This design comes from an exercise in tuning for small area, a short achievable clock period and few clock cycles per item on the open sky130 flow, not from production work. RTL that was checked went through simulation tests only; none was proved equivalent to the original.

the reference run:
==> flow/design.v (excerpt) <==
module vrc_dec (
    input  wire        clk,
    input  wire        rst,
    input  wire        in_valid,
    output wire        in_ready,
    input  wire [31:0] in_data,
    input  wire [15:0] in_len,
    output reg         px_valid,
    output reg  [2:0]  px_count,
    output reg  [31:0] px_data,
    output reg         done,
    output reg  [2:0]  done_cause
);
Size: about 11,000 cells after synthesis, roughly 92 I/O pins, roughly 120,000 um^2 of cells after synthesis.
clock: 22.0 ns
lec_check: 0
cap_margin: 35
cell_pad_in_sites_detail_placement: 1
cell_pad_in_sites_global_placement: 2
core_margin: 2
core_utilization: 40
place_density: 0.55
slew_margin: 35
synth_memory_max_bits: 65536
standard.sh (not shown) runs the stock make flow with config.mk's settings and CLKGATE_MAP_FILE= SYNTH_SCRIPT=/design/flow/synth_recipe.tcl, a recipe that flattens the netlist after the stock synthesis.
==> flow/flow/run.sh <==
#!/bin/bash
# The standard layout, with its timing repair aimed at a setup margin: the clock
# period and constraints stay the design's; repair_timing is asked to leave
# this much slack, so it keeps improving paths the 22 ns clock alone would not
# make it touch. The full make output goes to standard.log; ORFS keeps each
# step's own log under orfs/logs.
set -euo pipefail
bash standard.sh SETUP_SLACK_MARGIN=14 finish > standard.log 2>&1
Every stage of the flow completed for the reference run, and the final layout passed the timing, design-rule and antenna checks.
Testbench counts of the reference run, summed over its fixed seeds: cycles 208,470, pixels 318,010.
Inputs modified between the reference run and the trial run:
--- a/flow/design.v
+++ b/flow/design.v
@@ -161,35 +161,31 @@
     wire [13:0] new_A   = wb_half ? {1'b0, wb_sum[13:1]} : wb_sum;
     wire [5:0]  new_N   = wb_half ? 6'd32 : wb_N + 6'd1;
     wire [2:0]  new_k   = wb_half ? kfun({1'b0, wb_sum[13:1]}, 6'd32) : kfun(wb_sum, wb_N + 6'd1);
     function used_ctx;
         input integer i;
         used_ctx = !((i >= 1 && i <= 7) || i == 15);
     endfunction
+    wire [22:0] cwr = clr_ctx ? {14'd4, 6'd1, 3'd2} : {new_A, new_N, new_k};
     wire [64*4-1:0]  kflat;          
     wire [64*20-1:0] aflat;          
     genvar gi;
     generate
         for (gi = 0; gi < 64; gi = gi + 1) begin : ctxs
             if (used_ctx(gi)) begin : u
-                reg        v;
                 reg [2:0]  k;
                 reg [19:0] an;
                 always @(posedge clk) begin
-                    if (wb_v && wb_ctx == gi) begin
-                        an <= {new_A, new_N};
-                        k  <= new_k;
+                    if (clr_ctx || (wb_v && wb_ctx == gi)) begin
+                        an <= cwr[22:3];
+                        k  <= cwr[2:0];
                     end
-                    if (clr_ctx)
-                        v <= 1'b0;
-                    else if (wb_v && wb_ctx == gi)
-                        v <= 1'b1;
                 end
-                assign kflat[gi*4 +: 4]   = {v, k};
-                assign aflat[gi*20 +: 20] = v ? an : {14'd4, 6'd1};
+                assign kflat[gi*4 +: 4]   = {1'b1, k};
+                assign aflat[gi*20 +: 20] = an;
             end else begin : n
                 assign kflat[gi*4 +: 4]   = 4'd0;
                 assign aflat[gi*20 +: 20] = 20'd0;
             end
         end
     endgenerate
     function [19:0] anent;
@@ -333,32 +329,30 @@
     wire [3:0] km3_32 = ctx[3] ? km2_40 : km2_32;
     wire [3:0] km3_48 = ctx[3] ? km2_56 : km2_48;
     wire [3:0] km4_0 = ctx[4] ? km3_16 : km3_0;
     wire [3:0] km4_32 = ctx[4] ? km3_48 : km3_32;
     wire [3:0] km5_0 = ctx[5] ? km4_32 : km4_0;
     wire [3:0] crd = km5_0;
     wire        hit   = wb_v && (wb_ctx == ctx);
-    wire [2:0]  k_eff = hit ? new_k : (crd[3] ? crd[2:0] : 3'd2);
+    wire [2:0]  k_eff = hit ? new_k : crd[2:0];
     wire [13:0] A_eff = hit ? new_A : an_rd[19:6];
     wire [5:0]  N_eff = hit ? new_N : an_rd[5:0];
     reg  [7:0] m_k   [0:7];
     reg  [7:0] pix_k [0:7];
     reg        ovf_k [0:7];
-    reg        fit_k [0:7];
     reg  [7:0] e_t;
     reg  [15:0] mf;
     integer kk;
     always @(*) begin
         for (kk = 0; kk < 8; kk = kk + 1) begin
             mf = ({11'd0, q} << kk) | ({9'd0, T7} >> (7 - kk));
             m_k[kk]   = mf[7:0];
             ovf_k[kk] = (mf > 16'd255);
             e_t       = mf[0] ? ~({1'b0, mf[7:1]}) : {1'b0, mf[7:1]};
             pix_k[kk] = pred + e_t;
-            fit_k[kk] = ({2'b00, q} + 7'd1 + kk[6:0]) <= avail;
         end
     end
     wire [7:0] e_esc  = esc_pix - pred;
     wire [7:0] m_esc  = e_esc[7] ? ~(e_esc << 1) : (e_esc << 1);
     wire [7:0] koh = 8'd1 << k_eff;
     reg  [7:0] pix_sel, m_sel;
     integer si;
@@ -388,15 +382,15 @@
     wire is_fill = (mode == 2'd2);
     wire in_dec  = (st == S_DEC) && !s1_bad;
     wire in_run  = (st == S_RUN);
     wire        do_run  = in_dec && is_vrc && run_mode;
     wire        do_reg  = in_dec && is_vrc && !run_mode;
     wire        esc_fit  = (avail >= 7'd33);
     wire        fast_fit = q_esc ? esc_fit : ({2'b00, q} + 7'd8 <= avail);
-    wire        slow_fit = q_esc ? esc_fit : fit_k[k_hold];
+    wire        slow_fit = q_esc ? esc_fit : ({2'b00, q} + 7'd1 + {4'd0, k_hold} <= avail);
     wire        reg_fit  = retry ? slow_fit : fast_fit;
     wire        reg_mv   = do_reg && reg_fit && !marker;
     wire        reg_fail = do_reg && ((marker && esc_fit) || (reg_fit && reg_ovf) ||
                                       (retry && !slow_fit && body_done));
     wire        run_fit  = (run_len <= avail);
     wire        pre_ok   = do_run && resc_pre && run_fit && !marker;
     wire        run_ok   = do_run && !resc_pre && run_fit;
[summary]
Cmp the trial run vs the reference run: global-route usage lower in the trial run. Between the trial run and the reference run, the final cell count is lower for the trial run. The trial run gives less gate count after technology mapping than the reference run did.
Testbench counts of the trial run, summed over its fixed seeds: cycles 208,470, pixels 318,010.

---

before:
Another version of the RTL of vrc_dec (not shown whole).
For scale: roughly 10,000 cells after synthesis, ~92 I/O pins, roughly 0.12 mm2 of cells after synthesis.
Settings: LEC_CHECK=0, CAP_MARGIN=35, CELL_PAD_IN_SITES_DETAIL_PLACEMENT=1, CELL_PAD_IN_SITES_GLOBAL_PLACEMENT=2, CORE_MARGIN=2, CORE_UTILIZATION=40, PLACE_DENSITY=0.55, SLEW_MARGIN=35, SYNTH_MEMORY_MAX_BITS=65536; clock period 22.0 ns.
Scripts as last shown in full above: flow/flow/run.sh
[inputs] after vs before
diff --git a/flow/design.v b/flow/design.v
--- a/flow/design.v
+++ b/flow/design.v
@@ -157,13 +157,13 @@
     reg  [13:0] wb_A;                
     reg  [5:0]  wb_N;
     wire [13:0] wb_sum  = wb_A + {6'd0, wb_m};
     wire        wb_half = (wb_N == 6'd63);
     wire [13:0] new_A   = wb_half ? {1'b0, wb_sum[13:1]} : wb_sum;
     wire [5:0]  new_N   = wb_half ? 6'd32 : wb_N + 6'd1;
-    wire [2:0]  new_k   = kfun(new_A, new_N);
+    wire [2:0]  new_k   = wb_half ? kfun({1'b0, wb_sum[13:1]}, 6'd32) : kfun(wb_sum, wb_N + 6'd1);
     function used_ctx;
         input integer i;
         used_ctx = !((i >= 1 && i <= 7) || i == 15);
     endfunction
     wire [22:0] cwr = clr_ctx ? {14'd4, 6'd1, 3'd2} : {new_A, new_N, new_k};
     wire [64*4-1:0]  kflat;          
@@ -336,22 +336,24 @@
     wire [2:0]  k_eff = hit ? new_k : crd[2:0];
     wire [13:0] A_eff = hit ? new_A : an_rd[19:6];
     wire [5:0]  N_eff = hit ? new_N : an_rd[5:0];
     reg  [7:0] m_k   [0:7];
     reg  [7:0] pix_k [0:7];
     reg        ovf_k [0:7];
+    reg        fit_k [0:7];
     reg  [7:0] e_t;
     reg  [15:0] mf;
     integer kk;
     always @(*) begin
         for (kk = 0; kk < 8; kk = kk + 1) begin
             mf = ({11'd0, q} << kk) | ({9'd0, T7} >> (7 - kk));
             m_k[kk]   = mf[7:0];
             ovf_k[kk] = (mf > 16'd255);
             e_t       = mf[0] ? ~({1'b0, mf[7:1]}) : {1'b0, mf[7:1]};
             pix_k[kk] = pred + e_t;
+            fit_k[kk] = ({2'b00, q} + 7'd1 + kk[6:0]) <= avail;
         end
     end
     wire [7:0] e_esc  = esc_pix - pred;
     wire [7:0] m_esc  = e_esc[7] ? ~(e_esc << 1) : (e_esc << 1);
     wire [7:0] koh = 8'd1 << k_eff;
     reg  [7:0] pix_sel, m_sel;
@@ -383,13 +385,13 @@
     wire in_dec  = (st == S_DEC) && !s1_bad;
     wire in_run  = (st == S_RUN);
     wire        do_run  = in_dec && is_vrc && run_mode;
     wire        do_reg  = in_dec && is_vrc && !run_mode;
     wire        esc_fit  = (avail >= 7'd33);
     wire        fast_fit = q_esc ? esc_fit : ({2'b00, q} + 7'd8 <= avail);
-    wire        slow_fit = q_esc ? esc_fit : ({2'b00, q} + 7'd1 + {4'd0, k_hold} <= avail);
+    wire        slow_fit = q_esc ? esc_fit : fit_k[k_hold];
     wire        reg_fit  = retry ? slow_fit : fast_fit;
     wire        reg_mv   = do_reg && reg_fit && !marker;
     wire        reg_fail = do_reg && ((marker && esc_fit) || (reg_fit && reg_ovf) ||
                                       (retry && !slow_fit && body_done));
     wire        run_fit  = (run_len <= avail);
     wire        pre_ok   = do_run && resc_pre && run_fit && !marker;
==> run summary <==
after gives more final instance area than before did.
Against before, after reports a count of plain and timing-repair buffers that is higher.
Against before, after reports a mux share of post-synthesis cell area that is lower.
Diff before -> after | global-route usage | increase of 0.90 points
Share of cell area taken by multi-input logic gates: before and after compared, lower one is before
Re total number of placement rows: before was lower than after.
Delta (after minus before): clock buffer count went down by 13; count of TritonRoute iterations in the first routing pass went up by 2; core utilization went up by 0.75 points.
Summary — worst hold slack across all endpoints, after relative to before: lower, by 0.016 ns.
Fmax: after lower than before
No functional check of the RTL was part of any run of this note.

## port drivers added, routing unchanged
The results above use ideal ports. As a check the final layouts listed here were re-extracted and re-timed, cells and wires unchanged. Step 1: set_driving_cell puts a clkbuf_16 on clk and a buf_2 on each other input, an assumption about the parent block. Step 2 adds t to the input delays and takes it off the output delays; t is the mean of the earliest and latest rising clock arrival at the registers after step 1. Input paths then give back, and output paths get back, about the clock's delay inside the block. Three values: ideal, step 1, step 2; two values: the first two.
run | t, ns | slack for setup (ns) | latest minus earliest clock arrival (ns) | slew at the worst register clock pin (ns) | pins driven straight from the clock port
the reference run | 0.992 | 14.040 / 14.035 / 14.040 | 0.126 / 0.127 | 0.07 / 0.07 | 1
the trial run | 1.004 | 14.174 / 14.174 / 14.174 | 0.103 / 0.103 | 0.07 / 0.07 | 1
before | 0.993 | 14.046 / 14.019 / 14.046 | 0.142 / 0.143 | 0.08 / 0.08 | 1
after | 1.002 | 13.709 / 13.709 / 13.709 | 0.124 / 0.125 | 0.07 / 0.07 | 1
After both steps every run listed still meets setup and hold.
